Source: an optimization exercise on an open RTL-to-GDS flow (aim: small area, a short achievable clock period and few clock cycles per item). Production flows keep margins and buffers that such runs may drop.
No functional check of the RTL was part of any run shown here.

===== flow/flow/run.sh =====
#!/bin/bash
set -euo pipefail
bash standard.sh SETUP_SLACK_MARGIN=8 SETUP_MOVE_SEQUENCE=unbuffer,sizeup,swap,buffer TNS_END_PERCENT=20 finish > standard_flow.log 2>&1

===== flow/standard.sh =====
#!/bin/bash
# synth_recipe.tcl (not shown) runs the flow's synth.tcl, then flattens the netlist and writes it again
# the make line also repeats each setting of config.mk as NAME=value (left out here)
make -C /OpenROAD-flow-scripts/flow DESIGN_CONFIG=/design/flow/config.mk WORK_HOME=/design/flow/orfs CLKGATE_MAP_FILE= SYNTH_SCRIPT=/design/flow/synth_recipe.tcl "${@:-finish}"

===== flow/config.mk =====
export PLATFORM = sky130hd
export DESIGN_NAME = whorl_rsq
export DESIGN_NICKNAME = whorl_rsq
export VERILOG_FILES = /design/flow/design.v
export SDC_FILE = /design/flow/constraint.sdc
export NUM_CORES = 4
export LEC_CHECK = 0
export CAP_MARGIN = 20
export CORE_MARGIN = 2
export CORE_UTILIZATION = 40
export PLACE_DENSITY = 0.6
export SLEW_MARGIN = 20

===== flow/constraint.sdc =====
create_clock -name core_clock -period 11.0 [get_ports {clk}]
set_input_delay 2.2000 -clock core_clock [delete_from_list [all_inputs] [get_ports {clk}]]
set_output_delay 2.2000 -clock core_clock [all_outputs]
set_load 0.01 [all_outputs]

===== flow/design.v =====
module whorl_rsq (
    input             clk,
    input             rst,           
    input             in_valid,
    output            in_ready,
    input             in_sqrt,       
    input      [31:0] in_a,
    output reg        out_valid,
    output reg [31:0] out_res,
    output reg        out_sat,
    output reg        out_divz,
    output reg        out_domain
);
    reg          busy;
    reg  [3:0]   cnt;                        
    reg  [15:0]  Ms;
    reg          rdy, first;
    reg          sq;                         
    reg          nf;                         
    reg          f_spc, f_sat, f_divz, f_dom;
    reg  [32:0]  S;                          
    reg          s;                          
    reg          sn;                         
    reg  [31:0]  E;                          
    reg          b0r;                        
    assign in_ready = rdy;
    wire accept = in_valid & rdy;
    wire last   = busy & (cnt == 4'd0);
    wire [31:0] a       = in_a;
    wire        a_zero  = (a == 32'd0);
    wire        sm_pos  = !a[31] & (a[30:28] == 3'd0) & (!a[27] | (a[26:0] == 27'd0));
    wire        sm_neg  = a[31] & (a[30:27] == 4'hF);
    wire        a_m27   = sm_neg & (a[26:0] == 27'd0);             
    wire        a_max   = !a[31] & (a[30:0] == 31'h7FFF_FFFF);
    wire        spc_in  = in_sqrt ? (a[31] | a_max) : (sm_pos | sm_neg);
    wire        rcp_sk2 = a[31] ? !a[30] : (a[30] & (a[29] | (a[28:2] != 27'd0)));
    wire        rcp_sk1 = a[31] ? (a[30:28] != 3'b111)
                                : (a[30] | a[29] | (a[28] & (a[27:0] != 28'd0)));
    wire        sq_sk1  = (a[30:27] == 4'd0);
    reg  [32:0] s_init;
    reg  [15:0] m_init;
    reg  [3:0]  c_init;
    always @* begin
        if (in_sqrt) begin
            if (sq_sk1) begin
                s_init = {4'b1111, a[26:0], 2'b00};              
                m_init = 16'h3FFF; c_init = 4'd13;
            end else begin
                s_init = {2'b11, a[30:0]};                       
                m_init = 16'h7FFF; c_init = 4'd14;
            end
        end else if (rcp_sk2) begin
            s_init = a[31] ? {33'h0_7FFF_FFF8 | {31'd0, a[29:28]}}
                           : {33'h0_8000_0004 | {31'd0, a[29:28]}};
            m_init = 16'h3FFF; c_init = 4'd13;
        end else if (rcp_sk1) begin
            s_init = a[31] ? {33'h0_1FFF_FFFE | {32'd0, a[30]}}
                           : {33'h0_2000_0000 | {32'd0, a[30]}};
            m_init = 16'h7FFF; c_init = 4'd14;
        end else begin
            s_init = a[31] ? 33'h0_07FF_FFFF : 33'h0_0800_0000;
            m_init = 16'hFFFF; c_init = 4'd15;
        end
        if (spc_in) begin
            m_init = 16'h0001;
            c_init = 4'd0;
        end
    end
    wire [16:0] Msx = {1'b0, Ms};
    wire [31:0] so0, so1, sk0, sk1;
    genvar m;
    generate
        for (m = 0; m < 16; m = m + 1) begin : pos
            assign so0[2*m+1] = Msx[m] & !Msx[m+1];
            assign so0[2*m]   = 1'b0;
            assign so1[2*m+1] = 1'b0;
            assign so1[2*m]   = Msx[m] & !Msx[m+1];
            assign sk0[2*m+1] = Msx[m+1];
            assign sk0[2*m]   = Msx[m];
            assign sk1[2*m+1] = Msx[m+1];
            assign sk1[2*m]   = Msx[m+1];
        end
    endgenerate
    wire [31:0] sop0  = {so0[30:0], 1'b0};          
    wire [31:0] sopp0 = {so0[29:0], 2'b00};         
    wire [31:0] sop1  = so0;                        
    wire [31:0] dfb3 = b0r ? {so0[28:0], 3'b000} : 32'd0;
    wire [31:0] dfb  = dfb3 | (sn ? sopp0 : 32'd0);
    wire [31:0] msub0 = dfb3 | sopp0 | sk0;         
    wire [31:0] madd0 = dfb3 | sop0 | so0;          
    wire [32:0] Y0    = s ? {1'b0, ~(E & ~madd0)} : {1'b1, E & ~msub0};
    wire        cin0  = s ? nf : !nf;
    wire [32:0] R0    = S + Y0 + {32'd0, cin0};
    wire        s1    = R0[32];                     
    reg         bdv0, bdv1;
    wire [3:0]  cm1  = cnt - 4'd1;
    wire [15:0] Eo, Ee;
    generate
        for (m = 0; m < 16; m = m + 1) begin : eb
            assign Eo[m] = E[2*m+1];
            assign Ee[m] = E[2*m];
        end
    endgenerate
    wire        bdn0 = Eo[cm1] ^ !nf;               
    wire        bdn1 = Ee[cm1] ^ !nf;               
    wire [32:0] R1c [0:1];
    genvar u;
    generate
        for (u = 0; u < 2; u = u + 1) begin : outcome    
            wire [31:0] msub1 = dfb | sk1 | sop0;
            wire [31:0] madd1 = dfb | sop1 | so1;
            wire [32:0] Y1    = (u == 1) ? {1'b0, ~(E & ~madd1)} : {1'b1, E & ~msub1};
            wire        cin1  = (u == 1) ? nf : !nf;
            wire        bd0   = sq ? (u == 0) : bdv0;
            wire [32:0] X1    = {S[31:0], bd0};
            wire [32:0] X2    = {Y0[31:0], cin1};
            wire [32:0] cs_s  = X1 ^ X2 ^ Y1;
            wire [32:0] cs_c  = (X1 & X2) | (X1 & Y1) | (X2 & Y1);
            assign R1c[u] = cs_s + {cs_c[31:0], cin0} + {32'd0, cin0};
        end
    endgenerate
    wire [32:0] R1  = s1 ? R1c[1] : R1c[0];
    wire        b0  = !s1;
    wire        b1  = !R1[32];
    wire        bd1 = sq ? b1 : bdv1;
    wire [1:0]  qbits = {b0 ^ nf, b1 ^ nf};
    always @(posedge clk) begin
        if (rst) begin
            busy      <= 1'b0;
            Ms        <= 16'd0;
            rdy       <= 1'b1;
            out_valid <= 1'b0;
        end else begin
            out_valid <= last;
            if (accept) begin
                busy <= 1'b1;
                cnt  <= c_init;
                Ms   <= in_sqrt ? m_init : 16'd0;
                rdy <= spc_in;
            end else begin
                busy <= busy & (cnt != 4'd0);
                cnt  <= cnt - 4'd1;
                Ms  <= {1'b0, Ms[15:1]};
                rdy <= !(busy & (cnt[3:1] != 3'd0));
            end
        end
    end
    always @(posedge clk) begin
        first <= accept;
        if (accept) begin
            sq     <= in_sqrt;
            nf     <= !in_sqrt & a[31];
            f_spc  <= spc_in;
            f_sat  <= !in_sqrt & (sm_pos | sm_neg) & !a_zero & !a_m27;
            f_divz <= !in_sqrt & a_zero;
            f_dom  <= in_sqrt & a[31];
            S      <= s_init;
            s      <= in_sqrt;
            sn     <= !in_sqrt;
            E      <= in_sqrt ? 32'hFFFF_FFFF : (a[31] ? a : ~a);
            b0r    <= 1'b0;
            bdv0   <= rcp_sk2 ? a[27] : rcp_sk1 ? a[29] : a[31];
            bdv1   <= rcp_sk2 ? a[26] : rcp_sk1 ? a[28] : a[30];
        end else begin
            bdv0 <= bdn0;
            bdv1 <= bdn1;
            S <= {R1[31:0], bd1};
            s  <= R1[32];
            sn <= !R1[32];
            E   <= E & ~dfb;
            b0r <= b0;
        end
        if (first & f_spc)
            out_res <= {nf, sq ? !f_dom : !nf, {30{!sq & !nf}}};
        else if (first)
            out_res <= {{30{nf}}, qbits};
        else
            out_res <= {out_res[29:0], qbits};
        if (last) begin
            out_sat    <= f_sat;
            out_divz   <= f_divz;
            out_domain <= f_dom;
        end
    end
endmodule

==> results of run 1 <==
==> layout make-up <==
class                           instances  area share (%)
Inverter                               95           2.268
Clock inverter                         15           1.299
Tap cell                              396           3.118
Multi-Input combinational cell       1273           64.48
Clock buffer                           17           2.677
Timing Repair Buffer                  139           8.007
Sequential cell                       134           18.15
==> worst paths after layout <==
check | endpoint | slack, ns | depth (start not counted)
worst max register to register | S[0]$_DFF_P_ | 6.06 | 15
worst min-delay path | out_divz$_DFFE_PP_ | 0.42 | 0
worst min register to register | out_divz$_DFFE_PP_ | 0.42 | 0
worst max-delay path | S[0]$_DFF_P_ | 6.06 | 15
==> cell usage in the layout, fill, tap and decap left out, types with 12 or more instances in the layout <==
master             n
o21ai_0           79
nand3_1           23
nor2_1           149
nor3_1            27
dfxtp_1          101
ha_1              73
a21oi_2           23
or2_2             27
inv_1             89
edfxtp_1          16
o211ai_1          13
nand2_1          197
a22oi_1           29
xor2_1            51
clkdlybuf4s50_1   38
buf_6             21
xnor2_1           35
o21ai_1           12
buf_4             52
a21oi_1          127
fa_1              64
nor2b_1           16
clkbuf_16         17
ha_4              17
mux2_2            15
nand4_1           16
a21o_1            25
==> sequential cells by signal, summed over array words and instances, names as in the netlist, 4 cells and up <==
name and count:
E 32, Ms 15, S 33, cnt 4, out_res 32
==> metal layers <==
layer / part of all wire [%] / global-route usage (%)
met1: 43 / 33.90
met2: 46 / 39.76
met3: 7.5 / 4.406
met4: 3.4 / 9.290
met5: 0 / 0
==> worst reg2reg max path: stages, from the launching register on <==
cell,delay (ns)
dfxtp_2,0.34
buf_12,0.26
xor2_1,0.58
inv_1,0.26
fa_2,0.45
a21o_1,0.21
a221oi_4,0.33
o22ai_2,0.14
a311o_1,0.33
a311o_1,0.39
a41o_1,0.30
a31oi_2,0.24
mux2_4,0.33
or3_4,0.33
and2_4,0.16
a31o_1,0.17
==> kinds of logic (layout without fill, tap and decap cells) <==
group           after synthesis  after routing  share of synthesized area, %
simple gates                553            553                         19.94
compound gates              432            432                         21.08
buf+inv                     176            266                         5.325
fa+ha+maj                   164            164                         20.49
flops                       134            134                         22.87
xor+xnor                     88             88                         6.200
mux                          36             36                         4.097
==> metrics by stage <==
| step | std cells | hold slack [ns] | setup WS, ns |
|---|---|---|---|
| 6_report | 2069 | 0.4213 | 6.065 |
| 5_1_grt | 2069 | 0.4200 | 5.958 |
| 4_1_cts | 2038 | 0.4200 | 6.077 |
| 3_5_place_dp | 1980 | 0.4081 | 5.313 |
| 3_3_place_gp | 1980 | 0.4092 | 5.363 |
| 2_1_floorplan | 1583 | 0.4003 | 6.312 |
==> repair_timing <==
item	4_1_cts	5_1_grt
buffers inserted	26	31
hold endpoints to repair	0	0
pin swaps	75	53
endpoints found under the setup margin	149	147
resized for setup	266	146
==> results.txt, run 1 <==
status complete, no violations; cell area after synthesis 12430 um2; CTS tree done; largest net degree at the start of global routing 66; DR vias 11960; final setup skew 0.01458 ns; cell with the most instances after synthesis nand2_1; DR iter-0 viols 1038; DR pass1 iterations 6; Tcrit/Tclk final 44.87%; Slowest-stage cell, CP xor2_1; top post-synthesis cells by area dfxtp_1 (19%), fa_1 (11%), ha_1 (9.9%), nand2_1 (6.4%), a21oi_1 (6.3%); unrepaired setup endpoints after global routing true; Chip Height 180.3 um; # setup viols final 0; area grow syn2layout 27.84%; critical path class reg -> reg; Post-CTS Hold Buffers 0; Slew @ Worst Pin 0.9422 ns; clk latency of the worst-skew pair 0.43 ns; TritonCTS buffer count 17; CP Capture Type flop; layout cell share with drive strength beyond 1 23.13%; area of the multi-input gates 10250 um2; worst path cell trace buf_12, xor2_1, inv_1, fa_2, a21o_1, a221oi_4, o22ai_2, a311o_1, a311o_1, a41o_1, a31oi_2, mux2_4, or3_4, and2_4, a31o_1; Port Buffers 72; global-route wire length before repair 64.37 mm; Tmin final 4.935 ns; clk sinks 134; final core occ 51.95%; Yosys top cell area share 19.00%; # diodes 0; #FFs+latches synth 134; initial antenna violation count 0; clk root buf clkbuf_16; number of synthesized flops with an enable pin 16; max-cap viol count 0; max-slew violations 0; slew margin rel. 37.10%; final hold vios 0; I/O Pins 73; Tot GR Track Use 24.98%; total grt overflow 0; Syn Area/Cell 7.853 um2; vias in the first global route 11600; Worst-path clk slew 0.07 ns; die footprint 32500 um2; crit path launch s$_DFF_P_; Hold Startpoint f_divz$_DFFE_PP_; Layout Nets 1860; Critical Path RT 11.31 ns; ys flop type dfxtp_1; # rows 64; Storage cell area 2884 um2; CP max FO 65; routed wire length per instance 20.09 um; number of H-tree levels 4; startpoint types flop; CP peak stage delay 0.52 ns; CTS max path bufs 2; Post-route DRC 0; drt total wl 41.57 mm; core area 30590 um2; Ys Warns 1; Via density 5.779; most frequent CP cell a311o_1; CP arrival 5.25 ns; DP Wirelength 29.70 mm; die outline width 180.3 um; Netlist cell types 66; fmax 0.2026 GHz; setup_tns 0 ns; Initial Util 40.64%; reg2reg start s$_DFF_P_; final instance area 15890 um2; Synthesized Nets 1783; Post-Syn Instances 1583; Worst Hold Class reg -> reg; antenna-violating nets left 0; Seq/Total Area, Yosys 22.87%; cell family with most CP delay compound AO/OA/AOI/OAI gates; Placer Congestion 0.8953; Cell Area, Placed 13820 um2; Bufs and invs on worst path 2; Commonest cells post-synth nand2_1 (213), nor2_1 (158), a21oi_1 (156); Synth area leader dfxtp_1; share of synthesized registers carrying an async set or reset 0%; filler cell count 2864
==> run 2: changes to the inputs <==
==> flow/flow/run.sh (replaced) <==
#!/bin/bash
set -euo pipefail
bash standard.sh SETUP_SLACK_MARGIN=7.5 SETUP_MOVE_SEQUENCE=unbuffer,sizeup,swap,buffer TNS_END_PERCENT=20 finish > standard_flow.log 2>&1
==> results.txt, run 2 <==
slew margin rel. 36.95%; max reg flops 33; fmax 0.2092 GHz; Post-CTS Hold Buffers 0; # rows 64; met2 usage 42.49%; drt total wl 42.89 mm; CTS max path bufs 2; #FFs+latches synth 134; gr busiest metal met2; share of synthesized registers carrying an async set or reset 0%; R2R setup slack 6.22 ns; unrepaired setup endpoints after global routing true; commonest non-fill, non-tap cell in the layout nand2_1; critical path class reg -> reg; I/O Pins 73; worst-case reg-to-reg path depth 17; most frequent cells in the layout nand2_1 (200), nor2_1 (144), a21oi_1 (134), dfxtp_1 (102), inv_1 (91); Yosys top cell area share 19.00%; # setup viols final 0; CP arrival 5.12 ns; Worst Hold Class reg -> reg; setup_tns 0 ns; crit path launch Ms[1]$_SDFF_PP0_; CP max FO 5; layout cell share with drive strength beyond 1 24.09%; global-route met3 utilization 3.335%; area grow syn2layout 30.86%; largest register by flop count S; total grt overflow 0; cell with the most instances after synthesis nand2_1; DR vias 12160; Worst Setup EP S[0]$_DFF_P_; CTS tree done; filler cell count 2829; area of the multi-input gates 10360 um2; # diodes 0; Via density 5.797; clk sinks 134; routed wire length per instance 20.44 um; Layout Nets 1889; CP Capture Type flop; Tmin final 4.779 ns; Commonest cells post-synth nand2_1 (213), nor2_1 (158), a21oi_1 (156); Tot GR Track Use 25.29%; number of H-tree levels 4; cell area after synthesis 12430 um2; dpl cells 1981; number of synthesized flops with an enable pin 16; status complete, no violations; Port Buffers 72; DR iter-0 viols 1234; final setup skew 0.01172 ns; Post-Syn Instances 1583; Synth area leader dfxtp_1; vias in the first global route 11580; max-slew violations 0; Post-route DRC 0; Initial Util 40.64%; Slew @ Worst Pin 0.9445 ns; max-cap viol count 0; DP Wirelength 29.89 mm; Largest regs S x33, E x32, out_res x32; Critical Path RT 11.34 ns; Chip Height 180.3 um; die footprint 32500 um2; R2R Path End S[0]$_DFF_P_; TritonCTS buffer count 17; largest net degree at the start of global routing 63; top post-synthesis cells by area dfxtp_1 (19%), fa_1 (11%), ha_1 (9.9%), nand2_1 (6.4%), a21oi_1 (6.3%); Tcrit/Tclk final 43.45%; Ys Warns 1; clk latency of the worst-skew pair 0.44 ns; core area 30590 um2; die outline width 180.3 um; Netlist cell types 66; antenna-violating nets left 0; hold_ws 0.4340 ns; Synthesized Nets 1783; Placer Congestion 0.9277; Worst-path clk slew 0.07 ns; Storage cell area 2893 um2; ys flop type dfxtp_1; DR pass1 iterations 6; global-route wire length before repair 65.24 mm; Syn Area/Cell 7.853 um2; startpoint types flop; final hold vios 0; GR Layer Usage met1 34.04%; clk root buf clkbuf_16; reg2reg start Ms[1]$_SDFF_PP0_; initial antenna violation count 0; Seq/Total Area, Yosys 22.87%; Non-Filler Instances 2098
## run 2: cell counts after synthesis
No cell type changed its count.
## run 2: what timing repair did
item,in CTS,in global routing
pin swaps,55,84
setup buffers,40,45
resized for setup,239,120
endpoints found under the setup margin,133,127
## run 2: worst min-delay path by stage
stage	from	end	slack [ns]	cells past startpoint
2_1_floorplan	f_divz$_DFFE_PP_	out_divz$_DFFE_PP_	0.40	0
3_3_place_gp	f_divz$_DFFE_PP_	out_divz$_DFFE_PP_	0.41	0
3_5_place_dp	f_sat$_DFFE_PP_	out_sat$_DFFE_PP_	0.41	0
4_1_cts	f_divz$_DFFE_PP_	out_divz$_DFFE_PP_	0.44	0
5_1_grt	f_divz$_DFFE_PP_	out_divz$_DFFE_PP_	0.46	0
6_report	f_divz$_DFFE_PP_	out_divz$_DFFE_PP_	0.43	0
## run 2: routing by layer
metal | share of wire, % | vias to the layer above
met4 | 2.9 | 0
met1 | 43 | 5853
li1 | - | 5740
met2 | 47 | 480
met3 | 7.1 | 89
met5 | 0 | -
## run 2: cell families (layout without fill, tap and decap cells)
kind of cell / Yosys count / count (layout) / share of synthesized area (%)
AOI/OAI and AO/OA: 432 / 432 / 21.08
and+or+nand+nor: 553 / 553 / 19.94
DFF: 134 / 134 / 22.87
xor gates and xnor gates: 88 / 88 / 6.200
adders and majority gates: 164 / 164 / 20.49
muxes: 36 / 36 / 4.097
buffers and inverters: 176 / 295 / 5.325
## run 2: layout make-up
cell class,instances,share of cell area (%)
timing repair buffer,168,9.422
multi-input combinational,1273,63.67
clock inverter,14,1.108
tap,396,3.046
inverter,95,2.200
clock buffer,18,2.769
sequential,134,17.78
## run 2: per-stage QoR
step                cell area, um2  utilization [%]  worst slack (ns)
finish                       16270            53.18             6.221
floorplan                    12850                -             6.312
detailed placement           13770            45.01             5.434
global route                 16270            53.18             6.134
CTS                          15460            50.54             6.204
global placement             13770            45.01             5.473
## run 2: critical path, cell delays in order, from the launching register on
cell,delay [ns]
dfxtp_4,0.38
buf_12,0.14
nor2_2,0.10
nor2_1,0.05
mux2_4,0.28
fa_1,0.55
ha_4,0.23
a21o_1,0.18
a221oi_4,0.34
o22ai_2,0.16
a311o_1,0.34
a311o_1,0.43
a41o_1,0.25
a31oi_2,0.21
mux2_4,0.33
or3_4,0.35
and2_4,0.17
a31o_1,0.18

[separate check: timing with driven ports]
In the flow no input, the clock included, has a driving cell. The finished layouts below were timed again as built, in two steps. Step 1: set_driving_cell puts a clkbuf_16 on clk and a buf_2 on each other input, an assumption about the parent block. Step 2 times the ports against the registers' clock, not the clock port: input delays grow and output delays shrink by t, the midpoint of the rising clock arrivals with the driver on. a / b / c = ideal ports / drivers / drivers and shift; a / b = the first two.
run | t (ns) | slack for setup (ns) | hold slack, ns | pins driven straight from the clock port
run 1 | 0.476 | 6.065 / 6.065 / 6.065 | 0.421 / 0.421 / 0.421 | 1
run 2 | 0.487 | 6.221 / 6.221 / 6.199 | 0.434 / 0.434 / 0.434 | 1
After both steps every run listed still meets setup and hold. For run 2, which loses most, drivers alone change the setup slack by 0.000 ns; drivers and shift together by -0.022 ns.
